What follows belongs to an exercise in optimizing a design on an open flow for small area, a short achievable clock period and few clock cycles per item; a production flow would make more cautious choices.
The RTL was checked by simulation tests, not by an equivalence proof against the original design.

==> flow/design.v <==
module lattice_interp (
  input  wire        clk,
  input  wire        rst,
  input  wire        in_valid,
  input  wire [63:0] in_x,         
  output wire        in_ready,
  output reg         mem_rd,
  output reg  [16:0] mem_addr,
  input  wire [15:0] mem_rdata,    
  output reg         out_valid,
  output reg  [15:0] out_y
);
  localparam [2:0] S_IDLE = 3'd0,
                   S_SORT = 3'd1,
                   S_MAC  = 3'd2,
                   S_DIV  = 3'd3;
  function automatic [19:0] cell_frac(input [15:0] x);    
    reg [19:0] t;
    reg [4:0]  q;
    reg [16:0] r;
    begin
      t = {x, 4'b0000};
      q = {1'b0, t[19:16]};
      r = {1'b0, t[15:0]} + {13'd0, t[19:16]};
      if (r >= 17'd65535) begin
        q = q + 5'd1;
        r = r - 17'd65535;
      end
      if (q > 5'd15) begin
        q = 5'd15;
        r = 17'd65535;
      end
      cell_frac = {q[3:0], r[15:0]};
    end
  endfunction
  reg  [2:0]  state;
  reg  [2:0]  step;
  reg  [3:0]  ci   [0:3];    
  reg  [15:0] fr   [0:3];    
  reg  [1:0]  ord  [0:3];    
  reg  [16:0] addr;          
  reg  [16:0] wcur;          
  reg         have_d;        
  reg  [16:0] w_d;           
  reg  [31:0] acc;
  integer d, e;
  assign in_ready = (state == S_IDLE);
  reg [1:0] rank [0:3];
  always @(*) begin
    for (d = 0; d < 4; d = d + 1) begin
      rank[d] = 2'd0;
      for (e = 0; e < 4; e = e + 1)
        if (e != d && (fr[e] > fr[d] || (fr[e] == fr[d] && e < d)))
          rank[d] = rank[d] + 2'd1;
    end
  end
  function automatic [16:0] stride(input [1:0] dd);
    case (dd)
      2'd0: stride = 17'd1;
      2'd1: stride = 17'd17;
      2'd2: stride = 17'd289;
      default: stride = 17'd4913;
    endcase
  endfunction
  wire [31:0] prod = mem_rdata * w_d[15:0] + (w_d[16] ? {mem_rdata, 16'd0} : 32'd0);
  wire [32:0] rnd  = {1'b0, acc} + 33'd32767;
  wire [32:0] quo  = (rnd + {17'd0, rnd[31:16]} + 33'd1) >> 16;
  wire [19:0] cf [0:3];
  assign cf[0] = cell_frac(in_x[15:0]);
  assign cf[1] = cell_frac(in_x[31:16]);
  assign cf[2] = cell_frac(in_x[47:32]);
  assign cf[3] = cell_frac(in_x[63:48]);
  always @(posedge clk) begin
    if (rst) begin
      state     <= S_IDLE;
      step      <= 3'd0;
      mem_rd    <= 1'b0;
      mem_addr  <= 17'd0;
      out_valid <= 1'b0;
      out_y     <= 16'd0;
      have_d    <= 1'b0;
    end else begin
      out_valid <= 1'b0;
      mem_rd    <= 1'b0;
      case (state)
        S_IDLE: if (in_valid) begin
          for (d = 0; d < 4; d = d + 1) begin
            ci[d] <= cf[d][19:16];
            fr[d] <= cf[d][15:0];
          end
          state <= S_SORT;
        end
        S_SORT: begin
          for (d = 0; d < 4; d = d + 1)
            ord[rank[d]] <= d[1:0];
          addr  <= {13'd0, ci[0]} + 17'd17 * {13'd0, ci[1]} +
                   17'd289 * {13'd0, ci[2]} + 17'd4913 * {13'd0, ci[3]};
          acc   <= 32'd0;
          have_d <= 1'b0;
          step  <= 3'd0;
          state <= S_MAC;
        end
        S_MAC: begin
          if (have_d)
            acc <= acc + prod;
          have_d <= mem_rd;
          w_d    <= wcur;
          if (step < 3'd5) begin
            mem_rd   <= 1'b1;
            mem_addr <= addr;
            if (step < 3'd4)
              addr <= addr + stride(ord[step[1:0]]);
            case (step)
              3'd0: wcur <= 17'd65535 - {1'b0, fr[ord[0]]};
              3'd1: wcur <= {1'b0, fr[ord[0]]} - {1'b0, fr[ord[1]]};
              3'd2: wcur <= {1'b0, fr[ord[1]]} - {1'b0, fr[ord[2]]};
              3'd3: wcur <= {1'b0, fr[ord[2]]} - {1'b0, fr[ord[3]]};
              default: wcur <= {1'b0, fr[ord[3]]};
            endcase
          end
          if (step == 3'd6)
            state <= S_DIV;
          else
            step <= step + 3'd1;
        end
        S_DIV: begin
          out_valid <= 1'b1;
          out_y     <= quo[15:0];
          state     <= S_IDLE;
        end
        default: state <= S_IDLE;
      endcase
    end
  end
endmodule
==> flow/run.sh <==
#!/bin/bash
# synth_recipe.tcl (not shown) runs the flow's synth.tcl, then flattens the netlist and writes it again
# the make line also repeats each setting of config.mk as NAME=value (left out here)
make -C /OpenROAD-flow-scripts/flow DESIGN_CONFIG=/design/flow/config.mk WORK_HOME=/design/flow/orfs CLKGATE_MAP_FILE= SYNTH_SCRIPT=/design/flow/synth_recipe.tcl finish
==> flow/config.mk <==
export PLATFORM = sky130hd
export DESIGN_NAME = lattice_interp
export DESIGN_NICKNAME = lattice_interp
export VERILOG_FILES = /design/flow/design.v
export SDC_FILE = /design/flow/constraint.sdc
export NUM_CORES = 4
export LEC_CHECK = 0
export CAP_MARGIN = 20
export CORE_MARGIN = 2
export CORE_UTILIZATION = 40
export SLEW_MARGIN = 20
==> flow/constraint.sdc <==
create_clock -name core_clock -period 10.0 [get_ports {clk}]
set_input_delay 2.0000 -clock core_clock [delete_from_list [all_inputs] [get_ports {clk}]]
set_output_delay 2.0000 -clock core_clock [all_outputs]
set_load 0.01 [all_outputs]
==> impl_metrics.ini <==
[drt]
vias_per_cell = 5.29
drt_iter0_drc = 1306
totalWireLength_um = 72800
drc_errors = 0
vias = 21200
firstDrtPassIters = 5
ant_nets = 0
wl_per_cell_um = 18.1

[timing]
finClkSkew_ps = 17.2
post-route-period-util = 0.847
hold_viol_final = 0
fin_setup_tns_ps = 0
setup_violations = 0
worstMarginPinSlew_ps = 925
clock.fmax_ghz = 0.118
period_minus_slack_ps = 8470
relSlewSlack = 0.378
worst_slack_ps = 1530
rsz0062_at_grt = no
slew_viol_final = 0

[critical_path]
crit_fanout = 17
cp.arrival_ps = 8680
crit_path_start_kind = input pin
worstSetupPathType = in2reg
worst-path-buf-inv = 5
cp_data_required_time_ps = 10210
max_stage_delay_ps = 830
crit_path_frequent_cell = fa_1
setup.worst_path.end_class = flip-flop
critical_path.slowest_cell = clkdlybuf4s50_1
crit_family = adder cells
path_cells = clkdlybuf4s50_1 > and2_1 > fa_1 > inv_1 > fa_1 > fa_1 > inv_1 > fa_1 > fa_1 > inv_1 > fa_1 > inv_1 > ha_1 > nand4_1 > o41ai_1 > o211ai_1 > a21boi_0 > o22ai_1 > mux2i_1

[floorplanning]
dieHeight_um = 269
start_util = 0.402
die_area_mm2 = 0.0723
fp.dieW_um = 269
top_level_ports = 119
rows = 97
core_mm2 = 0.0698

[synth]
async_reset_ff_frac = 0
ys_seq_area_frac = 0.194
syn_avg_cell_area_um2 = 9.28
yosysWarnings = 4
ys_types = 79
synth_seq_cells = 198
synthFlopType = edfxtp_1
synth_edf_count = 147
syn_area_mm2 = 0.0281
synth_cells = 3026
synth_nets = 3739

[clock_network]
cts_tree = done
post_cts_buffers = 0
cts_buffer_depth = 2
htreeDepth = 4
clk_latency_ps = 470
hold_buffers = 0
cts_buffers = 17
clk_pin_slew_ps = 70
cts.repair.resized = 0
cts_root_buf = clkbuf_16
clock-sinks = 198

[placement]
gp_congestion = 0.923
dp_cells = 3981
dp_worst_setup_slack_ps = 1120
dp_hpwl_um = 59900
port_buffers = 118

[global_routing]
grt_usage = 0.209
grt_pass1_wl_um = 118000
grt_max_degree = 65
first_global_vias = 21500
antenna_found_initial = 1
overflow = 0

[finish]
diodes = 0
fin_nets = 3773
syn_to_final_growth_pct = 9.23
mostFrequentLayoutCell = inv_1
fillers = 6959
final_cells = 4013
final_layout_size_suffix_gt1_frac = 0.0498
post-route-util = 0.439
mostFrequentLayoutCells = 523 x inv_1, 371 x ha_1, 272 x nand2_1, 259 x fa_1, 171 x and2_1
multi_input_area_mm2 = 0.0202
register_area_mm2 = 0.00544

[min_path]
hold_class = reg2reg

[job]
drv_cap = 0

[outcome]
status = timing/DRC/antenna clean
## per-stage QoR
stage	hold WS, ps	instance area [µm²]
final	420	30700
after floorplan	400	28100
after CTS	421	30700
after global placement	402	30100
after detailed placement	405	30100
after global routing	428	30700
## worst reg2reg max path, stage by stage, from the launching register on
cell and delay [ps]:
edfxtp_1 920, nand2_1 200, fa_1 540, inv_1 50, fa_1 490, inv_1 50, fa_1 480, inv_1 80
fa_1 550, fa_1 550, inv_1 50, fa_1 530, inv_1 40, ha_1 340, o21a_1 170, o21ai_0 190
or4_1 550, or3_1 370, a21oi_1 200, o21ai_1 90, nor3b_1 150
## cell usage after synthesis, types with 24 or more instances
cell type,number,area share
xor2_1,45,0.014
nor3_1,46,0.0082
dfxtp_1,51,0.036
nor2b_1,33,0.0074
clkbuf_1,112,0.015
fa_1,259,0.18
nand3_1,51,0.0091
a21o_1,63,0.017
edfxtp_1,147,0.16
nand2_1,272,0.036
nor2_1,133,0.018
o21a_1,44,0.012
ha_1,371,0.17
mux4_2,66,0.053
a21oi_1,123,0.022
nand2b_1,24,0.0053
inv_1,523,0.070
and2_1,171,0.038
nand4_1,39,0.0087
o21ai_0,66,0.012
mux2i_1,26,0.0093
xnor2_1,65,0.020
## worst paths after layout
path	startpoint	to	slack [ps]	cells past startpoint
worst max-delay path	mem_rdata[10]	acc[30]	1530	19
worst min register to register	wcur[9]	w_d[9]	420	0
worst min-delay path	wcur[9]	w_d[9]	420	0
worst max register to register	w_d[8]	acc[31]	3150	20
## routing by layer
metal,global-route usage,routed length [µm]
met3,0.0238,2970
met1,0.280,33300
met4,0.0544,1450
met2,0.358,35100
met5,0,0
## final cells by class
| class | instances | area share |
|---|---|---|
| repair buffers | 137 | 0.0430 |
| flip-flops and latches | 198 | 0.177 |
| inverters | 523 | 0.0640 |
| well taps | 940 | 0.0383 |
| clock buffers | 19 | 0.0141 |
| multi-input cells | 2183 | 0.659 |
| clock inverters | 13 | 0.00396 |
## kinds of logic after synthesis
| logic type | Yosys count | share of synthesized area |
|---|---|---|
| DFF | 198 | 0.194 |
| buffers and inverters | 645 | 0.0866 |
| AOI/OAI and AO/OA | 471 | 0.112 |
| xor gates and xnor gates | 111 | 0.0349 |
| muxes | 95 | 0.0634 |
| and+or+nand+nor | 876 | 0.159 |
| adders and majority gates | 630 | 0.350 |
## sequential cells by signal, summed over array words and instances (netlist names), 2 cells and up, named ones only
| register | count |
|---|---|
| fr | 64 |
| mem_addr | 17 |
| w_d | 17 |
| addr | 17 |
| out_y | 16 |
| wcur | 17 |
| acc | 32 |
| state | 2 |
| step | 3 |
| ord | 8 |
Testbench counts, summed over its fixed seeds: cycles 20,488, items 2,048.

## re-timing with driven ports
The flow's constraints put no driver on any port. The routed layout listed below was extracted and timed again, unchanged, in two steps. Step 1: set_driving_cell puts a clkbuf_16 on clk and a buf_2 on each other input, an assumption about the parent block. Step 2 moves the port delays by t, midway between the first and last clock arrival at a register: inputs arrive t later, outputs are due t later. That takes back most of the time a late clock gives input paths. Slacks: ideal ports / drivers / drivers and shift; pairs: ideal ports / drivers.
t (ns): 0.526
slack for setup (ns): 1.532 / 1.571 / 1.045
slew at the worst register clock pin (ns): 0.09 / 0.09
After both steps this run still meets setup and hold. The setup slack of this run moves by +0.039 ns with the drivers and by -0.487 ns with both steps.
